What follows belongs to an exercise in optimizing a design on an open flow for small area, a short achievable clock period and few clock cycles per item; a production flow would make more cautious choices. In this exercise RTL edits were held to simulation tests only and were not proved equivalent to the original.

== run 1 ==
// symcode_decoder
module symcode_decoder (
    input  wire        clk,
    input  wire        rst,
    input  wire        in_valid,
    output wire        in_ready,
    input  wire [71:0] in_beat,
    output wire        out_valid,
    input  wire        out_ready,
    output wire [63:0] out_data,
    output wire [3:0]  out_status
);
clock: 10.0 ns
lec_check: 0
abc_area: 1
cap_margin: 20
core_margin: 2
core_utilization: 55
setup_slack_margin: 5
slew_margin: 20
standard.sh (not shown) runs the stock make flow with config.mk's settings and CLKGATE_MAP_FILE= SYNTH_SCRIPT=/design/flow/synth_recipe.tcl, a recipe that flattens the netlist after the stock synthesis.
==> flow/flow/run.sh <==
#!/bin/bash
set -uo pipefail
MARGIN=${MARGIN:-6.9}
sed "s/SETUP_SLACK_MARGIN=[0-9.]*/SETUP_SLACK_MARGIN=$MARGIN/" standard.sh > standard_margin.sh
grep -q "SETUP_SLACK_MARGIN=$MARGIN" standard_margin.sh || sed -i "s/make -C/make SETUP_SLACK_MARGIN=$MARGIN -C/" standard_margin.sh
bash standard_margin.sh > standard.log 2>&1
Per the final summary, run 1 finished and its layout is clean on timing, DRC and antenna.
Testbench counts of run 1, summed over its fixed seeds: cycles 12,888, bursts 1,600.
Input changes introduced in run 2 (baseline for comparison: run 1):
# run 1
export LEC_CHECK = 0
export ABC_AREA = 1
export CAP_MARGIN = 20
export CORE_MARGIN = 2
export CORE_UTILIZATION = 55
export SETUP_SLACK_MARGIN = 5
export SLEW_MARGIN = 20
create_clock -name core_clock -period 10.0 [get_ports {clk}]
# run 2
export LEC_CHECK = 0
export CAP_MARGIN = 20
export CORE_MARGIN = 2
export CORE_UTILIZATION = 60
export SETUP_SLACK_MARGIN = 5
export SLEW_MARGIN = 20
create_clock -name core_clock -period 10.0 [get_ports {clk}]
==> flow/flow/run.sh <==
#!/bin/bash
set -uo pipefail
MARGIN=${MARGIN:-7}
sed "s/SETUP_SLACK_MARGIN=[0-9.]*/SETUP_SLACK_MARGIN=$MARGIN/" standard.sh > standard_margin.sh
grep -q "SETUP_SLACK_MARGIN=$MARGIN" standard_margin.sh || sed -i "s/make -C/make SETUP_SLACK_MARGIN=$MARGIN -C/" standard_margin.sh
bash standard_margin.sh > standard.log 2>&1
Notes after the runs:
Cmp run 1 and run 2 / initial antenna violation count / lower: run 2
Compared with run 1, in run 2 compound-gate portion of the synthesized area rose 2.2 points; logic depth of the worst path, buffers included rose 13; first-iteration DRC count fell 26%.
Cmp run 1 and run 2 / routed wire length / lower: run 2
Data-path buffer share of cell area in the final layout was higher in the run labelled run 2.
Diff run 1 -> run 2: worst path setup slack after routing saw a decrease, synthesized instance count went down.
Run 2 vs. run 1: cell area has increased; met3 routing resource usage after global routing has increased.
#### Input delta (run 3 over run 2)
# run 2
export LEC_CHECK = 0
export CAP_MARGIN = 20
export CORE_MARGIN = 2
export CORE_UTILIZATION = 60
export SETUP_SLACK_MARGIN = 5
export SLEW_MARGIN = 20
create_clock -name core_clock -period 10.0 [get_ports {clk}]
# run 3
export LEC_CHECK = 0
export CAP_MARGIN = 20
export CORE_MARGIN = 2
export CORE_UTILIZATION = 40
export SETUP_SLACK_MARGIN = 5
export SLEW_MARGIN = 20
create_clock -name core_clock -period 10.0 [get_ports {clk}]
==> comparison <==
- Diff run 2 and run 3: slack of the critical path lower in run 2
- Lower total global-route track usage goes to run 3 over run 2.
- Number of cell rows (run 3 over run 2): increase, 20
- Delta (run 3 minus run 2): multi-input gate count held; path length in cells of the critical path shrank by 1; non-clock buffer count went up about 6%.
[inputs] run 4 vs run 3
# run 3
export LEC_CHECK = 0
export CAP_MARGIN = 20
export CORE_MARGIN = 2
export CORE_UTILIZATION = 40
export SETUP_SLACK_MARGIN = 5
export SLEW_MARGIN = 20
create_clock -name core_clock -period 10.0 [get_ports {clk}]
# run 4
export LEC_CHECK = 0
export ABC_AREA = 1
export CAP_MARGIN = 20
export CORE_MARGIN = 2
export CORE_UTILIZATION = 55
export SETUP_SLACK_MARGIN = 5
export SLEW_MARGIN = 20
create_clock -name core_clock -period 10.0 [get_ports {clk}]
==> flow/flow/run.sh <==
#!/bin/bash
set -uo pipefail
MARGIN=${MARGIN:-6.7}
sed "s/SETUP_SLACK_MARGIN=[0-9.]*/SETUP_SLACK_MARGIN=$MARGIN/" standard.sh > standard_margin.sh
grep -q "SETUP_SLACK_MARGIN=$MARGIN" standard_margin.sh || sed -i "s/make -C/make SETUP_SLACK_MARGIN=$MARGIN -C/" standard_margin.sh
bash standard_margin.sh > standard.log 2>&1
Results
- On wire length of the first global-routing pass, run 4 does worse than run 3.
- Clock buffer instance count of the final layout, run 4 and run 3: higher on run 4
- Hold slack ends up lower on run 3.
- Clock latency on the worst-skew pair in run 4 vs run 3: down 0.02 ns
- Run 4 vs run 3 on global-route usage: run 4 is the higher one.
- Looking at post-layout instance count excluding filler cells, run 4 sits 352 above run 3.
- Run 4 ends up with lower total non-filler cell area in the finished layout than run 3 does.
- In run 4, shortest clock period the worst path allows after layout is lower than in run 3.
- Run 4 ends up with higher starting density of the core than run 3 does.
What run 5 does differently from run 4 at the input level:
# run 4
export LEC_CHECK = 0
export ABC_AREA = 1
export CAP_MARGIN = 20
export CORE_MARGIN = 2
export CORE_UTILIZATION = 55
export SETUP_SLACK_MARGIN = 5
export SLEW_MARGIN = 20
create_clock -name core_clock -period 10.0 [get_ports {clk}]
# run 5
export LEC_CHECK = 0
export ABC_AREA = 1
export CAP_MARGIN = 20
export CORE_MARGIN = 2
export CORE_UTILIZATION = 40
export SETUP_SLACK_MARGIN = 5
export SLEW_MARGIN = 20
create_clock -name core_clock -period 10.0 [get_ports {clk}]
==> flow/flow/run.sh <==
#!/bin/bash
set -uo pipefail
MARGIN=${MARGIN:-7}
sed "s/SETUP_SLACK_MARGIN=[0-9.]*/SETUP_SLACK_MARGIN=$MARGIN/" standard.sh > standard_margin.sh
grep -q "SETUP_SLACK_MARGIN=$MARGIN" standard_margin.sh || sed -i "s/make -C/make SETUP_SLACK_MARGIN=$MARGIN -C/" standard_margin.sh
bash standard_margin.sh > standard.log 2>&1
## What came out
Per the final summary, run 5 finished and its layout is clean on timing, DRC and antenna.
Diff run 4 -> run 5: amount of wire on met3 after detailed routing decreased about 13%; overall die height up 17%; fraction of met2 tracks used by global routing -17 points.
On wire length after detailed routing, the higher figure sits with run 4, not run 5.
Input-level comparison between run 6 and run 5:
# run 5
export LEC_CHECK = 0
export ABC_AREA = 1
export CAP_MARGIN = 20
export CORE_MARGIN = 2
export CORE_UTILIZATION = 40
export SETUP_SLACK_MARGIN = 5
export SLEW_MARGIN = 20
create_clock -name core_clock -period 10.0 [get_ports {clk}]
# run 6
export LEC_CHECK = 0
export ABC_AREA = 1
export CAP_MARGIN = 20
export CORE_MARGIN = 2
export CORE_UTILIZATION = 55
export SETUP_SLACK_MARGIN = 5
export SLEW_MARGIN = 20
create_clock -name core_clock -period 10.0 [get_ports {clk}]
==> flow/flow/run.sh <==
#!/bin/bash
set -uo pipefail
MARGIN=${MARGIN:-6.5}
sed "s/SETUP_SLACK_MARGIN=[0-9.]*/SETUP_SLACK_MARGIN=$MARGIN/" standard.sh > standard_margin.sh
grep -q "SETUP_SLACK_MARGIN=$MARGIN" standard_margin.sh || sed -i "s/make -C/make SETUP_SLACK_MARGIN=$MARGIN -C/" standard_margin.sh
bash standard_margin.sh > standard.log 2>&1
[summary]
Going from run 5 to run 6, number of standard-cell rows in the floorplan fell by 16, post-route cell area dropped 1100 um2, number of tap instances -27%, placer congestion estimate climbed about 4.5%. Higher relative slew slack goes to run 5 over run 6. Changes observed in run 6 relative to run 5: total of cells resized after clock tree synthesis went down; sequential share of layout area rose 1.2 points. Changes observed in run 6 relative to run 5: arrival time at the worst endpoint went up. The higher count of plain and timing-repair buffers in the layout came out of run 5.

Starting RTL as in the previous note.
clock: 10.0 ns
lec_check: 0
cap_margin: 20
core_margin: 2
core_utilization: 40
setup_slack_margin: 5
slew_margin: 20
==> flow/flow/run.sh <==
#!/bin/bash
set -uo pipefail
MARGIN=${MARGIN:-6.3}
sed "s/SETUP_SLACK_MARGIN=[0-9.]*/SETUP_SLACK_MARGIN=$MARGIN/" standard.sh > standard_margin.sh
grep -q "SETUP_SLACK_MARGIN=$MARGIN" standard_margin.sh || sed -i "s/make -C/make SETUP_SLACK_MARGIN=$MARGIN -C/" standard_margin.sh
bash standard_margin.sh > standard.log 2>&1
Testbench counts at the start, summed over its fixed seeds: cycles 12,888, bursts 1,600.
Edit:
==> flow/flow/run.sh (replaced) <==
#!/bin/bash
set -uo pipefail
MARGIN=${MARGIN:-6.7}
sed "s/SETUP_SLACK_MARGIN=[0-9.]*/SETUP_SLACK_MARGIN=$MARGIN/" standard.sh > standard_margin.sh
grep -q "SETUP_SLACK_MARGIN=$MARGIN" standard_margin.sh || sed -i "s/make -C/make SETUP_SLACK_MARGIN=$MARGIN -C/" standard_margin.sh
bash standard_margin.sh > standard.log 2>&1
Settings changed: ABC_AREA set to 1, CTS_BUF_LIST set to sky130_fd_sc_hd__clkbuf_8.
After rerunning: Wire length is higher by a few percent. Final cell count rises by about a fifth. Core utilization decreases by 0.57 points. Non-clock buffer count goes down by 10. Flip-flop and latch count stays the same.
Edit:
Settings changed: CORE_UTILIZATION 40 to 72, CTS_BUF_LIST sky130_fd_sc_hd__clkbuf_8 to not set.
This time the run died in global routing on GRT-0232.
Synthesized area stays the same.
Synthesized cell count does not change.
Edit:
Settings changed: CORE_UTILIZATION 72 to 55, TNS_END_PERCENT set to 0.
What happened:
- With this change the flow finished with timing, DRC and antenna clean
- synthesized cell count is unchanged
- area after synthesis does not change
Edit:
Settings changed: ABC_AREA 1 to not set, CORE_UTILIZATION 55 to 40, TNS_END_PERCENT 0 to not set.
Result: Cell area came out higher by 3.2%; maximum frequency went down by 2.2%; critical path depth went up by 16; sequential share of layout area came out lower by 1.5 points.
Edit:
Settings changed: ABC_AREA set to 1, CORE_UTILIZATION 40 to 60.
The changed run produced a clean layout.
Area after synthesis rose by 2.3%.
Setup slack is better by 0.15 ns.

==> what the ideal ports hide <==
The flow's constraints put no driver on any port. The routed layouts listed below were extracted and timed again, unchanged, in two steps. Step 1, drivers: a clkbuf_16 drives clk and a buf_2 each remaining input, both assumed. Step 2 adds t to the input delays and takes it off the output delays; t is the mean of the earliest and latest rising clock arrival at the registers after step 1. Input paths then give back, and output paths get back, about the clock's delay inside the block. a / b / c = ideal ports / drivers / drivers and shift; a / b = the first two.
| run | shift t [ns] | setup slack, ns | hold WS [ns] | worst register clock-pin slew, ns | worst slew at a driven data input, ns |
|---|---|---|---|---|---|
| run 1 | 0.695 | 6.752 / 6.683 / 6.457 | 0.299 / 0.299 / 0.299 | 0.07 / 0.07 | 0.04 |
| run 2 | 0.694 | 6.529 / 6.529 / 6.453 | 0.296 / 0.296 / 0.296 | 0.07 / 0.07 | 0.13 |
| run 3 | 0.708 | 6.640 / 6.640 / 6.405 | 0.303 / 0.303 / 0.303 | 0.08 / 0.08 | 0.07 |
| run 4 | 0.704 | 6.736 / 6.665 / 6.220 | 0.314 / 0.314 / 0.314 | 0.07 / 0.07 | 0.04 |
| run 5 | 0.710 | 6.721 / 6.653 / 6.439 | 0.315 / 0.315 / 0.315 | 0.07 / 0.07 | 0.05 |
| run 6 | 0.695 | 6.597 / 6.528 / 5.979 | 0.311 / 0.311 / 0.311 | 0.07 / 0.07 | 0.05 |
| the first run of note 2 | 0.693 | 6.392 / 6.326 / 5.800 | 0.306 / 0.306 / 0.306 | 0.07 / 0.07 | 0.07 |
| the second run of note 2 | 0.827 | 6.610 / 6.541 / 6.044 | 0.317 / 0.317 / 0.317 | 0.08 / 0.08 | 0.05 |
| the fourth run of note 2 | 0.696 | 6.594 / 6.525 / 5.996 | 0.311 / 0.311 / 0.311 | 0.07 / 0.07 | 0.05 |
| the fifth run of note 2 | 0.691 | 6.517 / 6.517 / 6.078 | 0.301 / 0.301 / 0.301 | 0.07 / 0.07 | 0.05 |
| the sixth run of note 2 | 0.693 | 6.668 / 6.598 / 6.126 | 0.314 / 0.314 / 0.314 | 0.07 / 0.07 | 0.06 |
After both steps every run listed still meets setup and hold. For run 6, which loses most, drivers alone change the setup slack by -0.069 ns; drivers and shift together by -0.618 ns.
